Background: an optimization exercise with open tools, aiming at small area and a short achievable clock period. Do not read the settings as production practice. Only simulation tests tie the RTL to the original design; equivalence was not proved.

==> wip/amber <==
## fadd16
module fadd16 (
    input  wire         clk,
    input  wire         rst,
    input  wire         in_valid,
    input  wire [511:0] in_terms,     
    output reg          out_valid,
    output reg  [31:0]  out_sum
);
Settings: LEC_CHECK=0, ABC_AREA=1, CAP_MARGIN=20, CORE_MARGIN=2, CORE_UTILIZATION=65, SLEW_MARGIN=20; clock period 70.0 ns.
standard.sh (not shown) runs the stock make flow with config.mk's settings and CLKGATE_MAP_FILE= SYNTH_SCRIPT=/design/flow/synth_recipe.tcl, a recipe that flattens the netlist after the stock synthesis.
==> flow/flow/run.sh <==
#!/bin/bash
# Own layout flow: the standard ORFS flow, with
#  - the synthesis script flow/my_synth.tcl (synth_recipe.tcl, optionally with
#    another ABC script, flow/abc.script if present), and without the
#    generic ABC pass inside Yosys's synth (SYNTH_ARGS=-noabc),
#  - sky130_fd_sc_hd__buf_1 as the port buffers,
#  - repair_timing aiming at a setup margin (the SDC is unchanged),
#  - a clock tree of clkbuf_16 with no dummy loads.
# Each tool's output goes to the ORFS logs under orfs/logs; make's own output
# to make.log here.
set -euo pipefail
W=$PWD
if [[ -f $W/flow/abc.script ]]; then export MY_ABC_SCRIPT=$W/flow/abc.script; fi
MARGIN=$(cat $W/flow/margin 2>/dev/null || echo 0)
make -C "$FLOW_HOME" DESIGN_CONFIG=$W/config.mk WORK_HOME=$W/orfs CLKGATE_MAP_FILE= \
    SYNTH_SCRIPT=$W/flow/my_synth.tcl SYNTH_ARGS=-noabc \
    BUFFER_PORTS_ARGS="-buffer_cell sky130_fd_sc_hd__buf_1" \
    SETUP_SLACK_MARGIN=$MARGIN \
    CTS_ARGS="-sink_clustering_enable -repair_clock_nets -dont_use_dummy_load -buf_list {sky130_fd_sc_hd__clkbuf_16} -sink_clustering_size 24 -sink_clustering_max_diameter 80" \
    finish > $W/make.log 2>&1
R=$W/orfs/results/$FLOW_PLATFORM/fadd16/base
: # left out here: write the final layout as DEF
==> flow/flow/abc.script <==
strash
dch
amap
==> flow/flow/margin <==
55
==> flow/flow/my_synth.tcl <==
proc synth {args} { yosys synth -nofsm -noshare {*}$args }
proc abc {args} {
  set i [lsearch -exact $args -script]
  if { $i >= 0 && [info exists ::env(MY_ABC_SCRIPT)] } {
    set args [lreplace $args [expr {$i + 1}] [expr {$i + 1}] $::env(MY_ABC_SCRIPT)]
  }
  puts "my abc: $args"
  yosys abc {*}$args
}
source $::env(SCRIPTS_DIR)/synth.tcl
# left out here: clear keep_hierarchy, flatten, clean up, hide names made inside functions, write 1_2_yosys.v
==> wip/tundra: changes against wip/amber <==
--- a/flow/flow/run.sh
+++ b/flow/flow/run.sh
@@ -7,3 +7,3 @@
 #  - repair_timing aiming at a setup margin (the SDC is unchanged),
-#  - a clock tree of clkbuf_16 with no dummy loads.
+#  - a clock tree of clkbuf_8 with no dummy loads.
 # Each tool's output goes to the ORFS logs under orfs/logs; make's own output
@@ -18,3 +18,3 @@
     SETUP_SLACK_MARGIN=$MARGIN \
-    CTS_ARGS="-sink_clustering_enable -repair_clock_nets -dont_use_dummy_load -buf_list {sky130_fd_sc_hd__clkbuf_16} -sink_clustering_size 24 -sink_clustering_max_diameter 80" \
+    CTS_ARGS="-sink_clustering_enable -repair_clock_nets -dont_use_dummy_load -buf_list {sky130_fd_sc_hd__clkbuf_8} -sink_clustering_size 14 -sink_clustering_max_diameter 50" \
     finish > $W/make.log 2>&1
- CORE_UTILIZATION: 65 -> 55
==> wip/delta: changes against wip/amber <==
--- a/flow/flow/run.sh
+++ b/flow/flow/run.sh
@@ -7,3 +7,3 @@
 #  - repair_timing aiming at a setup margin (the SDC is unchanged),
-#  - a clock tree of clkbuf_16 with no dummy loads.
+#  - a clock tree of clkbuf_8/16 with no dummy loads.
 # Each tool's output goes to the ORFS logs under orfs/logs; make's own output
@@ -18,3 +18,3 @@
     SETUP_SLACK_MARGIN=$MARGIN \
-    CTS_ARGS="-sink_clustering_enable -repair_clock_nets -dont_use_dummy_load -buf_list {sky130_fd_sc_hd__clkbuf_16} -sink_clustering_size 24 -sink_clustering_max_diameter 80" \
+    CTS_ARGS="-sink_clustering_enable -repair_clock_nets -dont_use_dummy_load -buf_list {sky130_fd_sc_hd__clkbuf_8 sky130_fd_sc_hd__clkbuf_16} -sink_clustering_size 12 -sink_clustering_max_diameter 60" \
     finish > $W/make.log 2>&1
- CORE_UTILIZATION: 65 -> 55
==> wip/violet: changes against wip/amber <==
--- a/flow/flow/run.sh
+++ b/flow/flow/run.sh
@@ -18,3 +18,3 @@
     SETUP_SLACK_MARGIN=$MARGIN \
-    CTS_ARGS="-sink_clustering_enable -repair_clock_nets -dont_use_dummy_load -buf_list {sky130_fd_sc_hd__clkbuf_16} -sink_clustering_size 24 -sink_clustering_max_diameter 80" \
+    CTS_ARGS="-sink_clustering_enable -repair_clock_nets -dont_use_dummy_load -buf_list {sky130_fd_sc_hd__clkbuf_16} -sink_clustering_size 30 -sink_clustering_max_diameter 80" \
     finish > $W/make.log 2>&1
- CORE_UTILIZATION: 65 -> 55
==> notes <==
Global-route usage: wip/amber > wip/delta > wip/tundra > wip/violet. The lowest wire length belongs to wip/violet, the highest to wip/amber. Critical path depth is the same in wip/violet and wip/amber. Register-to-register slack, lowest first: wip/amber, wip/delta, wip/tundra, wip/violet. Flip-flop and latch count is the same in wip/violet and wip/tundra. In non-clock buffer count, wip/violet and wip/amber do not differ. The highest cell area belongs to wip/delta, the lowest to wip/violet.
==> figures <==
quantity	wip/tundra	wip/violet	wip/amber	wip/delta
First-pass iteration count of the detailed router	7	7	10	6
Final routed wirelength across all metal layers	217,000 um	217,000 um	223,000 um	219,000 um
Worst path arrival time	1.25 ns	1.09 ns	1.12 ns	1.11 ns
Final worst path period share	21.8%	21.6%	21.6%	21.6%
M3 GR Usage	10.5%	9.56%	14.3%	9.92%
Final critical delay including setup and external delays	15.25 ns	15.09 ns	15.12 ns	15.11 ns
Status	complete, no violations	complete, no violations	complete, no violations	complete, no violations
Area delta synth->final	11.5%	11.1%	11.5%	13.0%
Worst reg2reg endpoint	p_cols[46]	p_cols[19]	p_cols[4]	p_cols[34]
Slack of the critical path	54.75 ns	54.91 ns	54.88 ns	54.89 ns
Achievable Freq	0.0656 GHz	0.0663 GHz	0.0661 GHz	0.0662 GHz
Register Area	13,000 um^2	13,000 um^2	13,000 um^2	13,000 um^2
Worst reg-to-reg setup slack	55.16 ns	55.42 ns	54.98 ns	55.13 ns
Post-route insts no fill	8,327	8,284	8,095	8,324

==> port drivers added, routing unchanged <==
No port has a modelled driver above. Below, the same layouts with a new extraction and two added sets of constraints. Step 1 (the two cells are an assumption about what drives the block):
set clk [get_ports {clk}]
set_driving_cell -lib_cell sky130_fd_sc_hd__clkbuf_16 $clk
set_driving_cell -lib_cell sky130_fd_sc_hd__buf_2 [delete_from_list [all_inputs] $clk]
Step 2 also shifts input and output timing later by t, the mid clock arrival at the registers, as if the neighbouring blocks saw the same clock. Slacks: ideal / step 1 / step 2; pairs: ideal / step 1.
| run | t (ns) | slack for setup (ns) | worst setup path after step 2 | clock arrival spread, ns |
|---|---|---|---|---|
| wip/amber | 0.703 | 54.876 / 54.799 / 54.983 | register to register | 0.078 / 0.077 |
| wip/tundra | 0.831 | 54.748 / 54.670 / 55.158 | register to register | 0.151 / 0.151 |
| wip/delta | 0.717 | 54.893 / 54.815 / 55.127 | register to register | 0.068 / 0.068 |
| wip/violet | 0.699 | 54.907 / 54.830 / 55.420 | register to register | 0.107 / 0.107 |
After both steps every run listed still meets setup and hold.
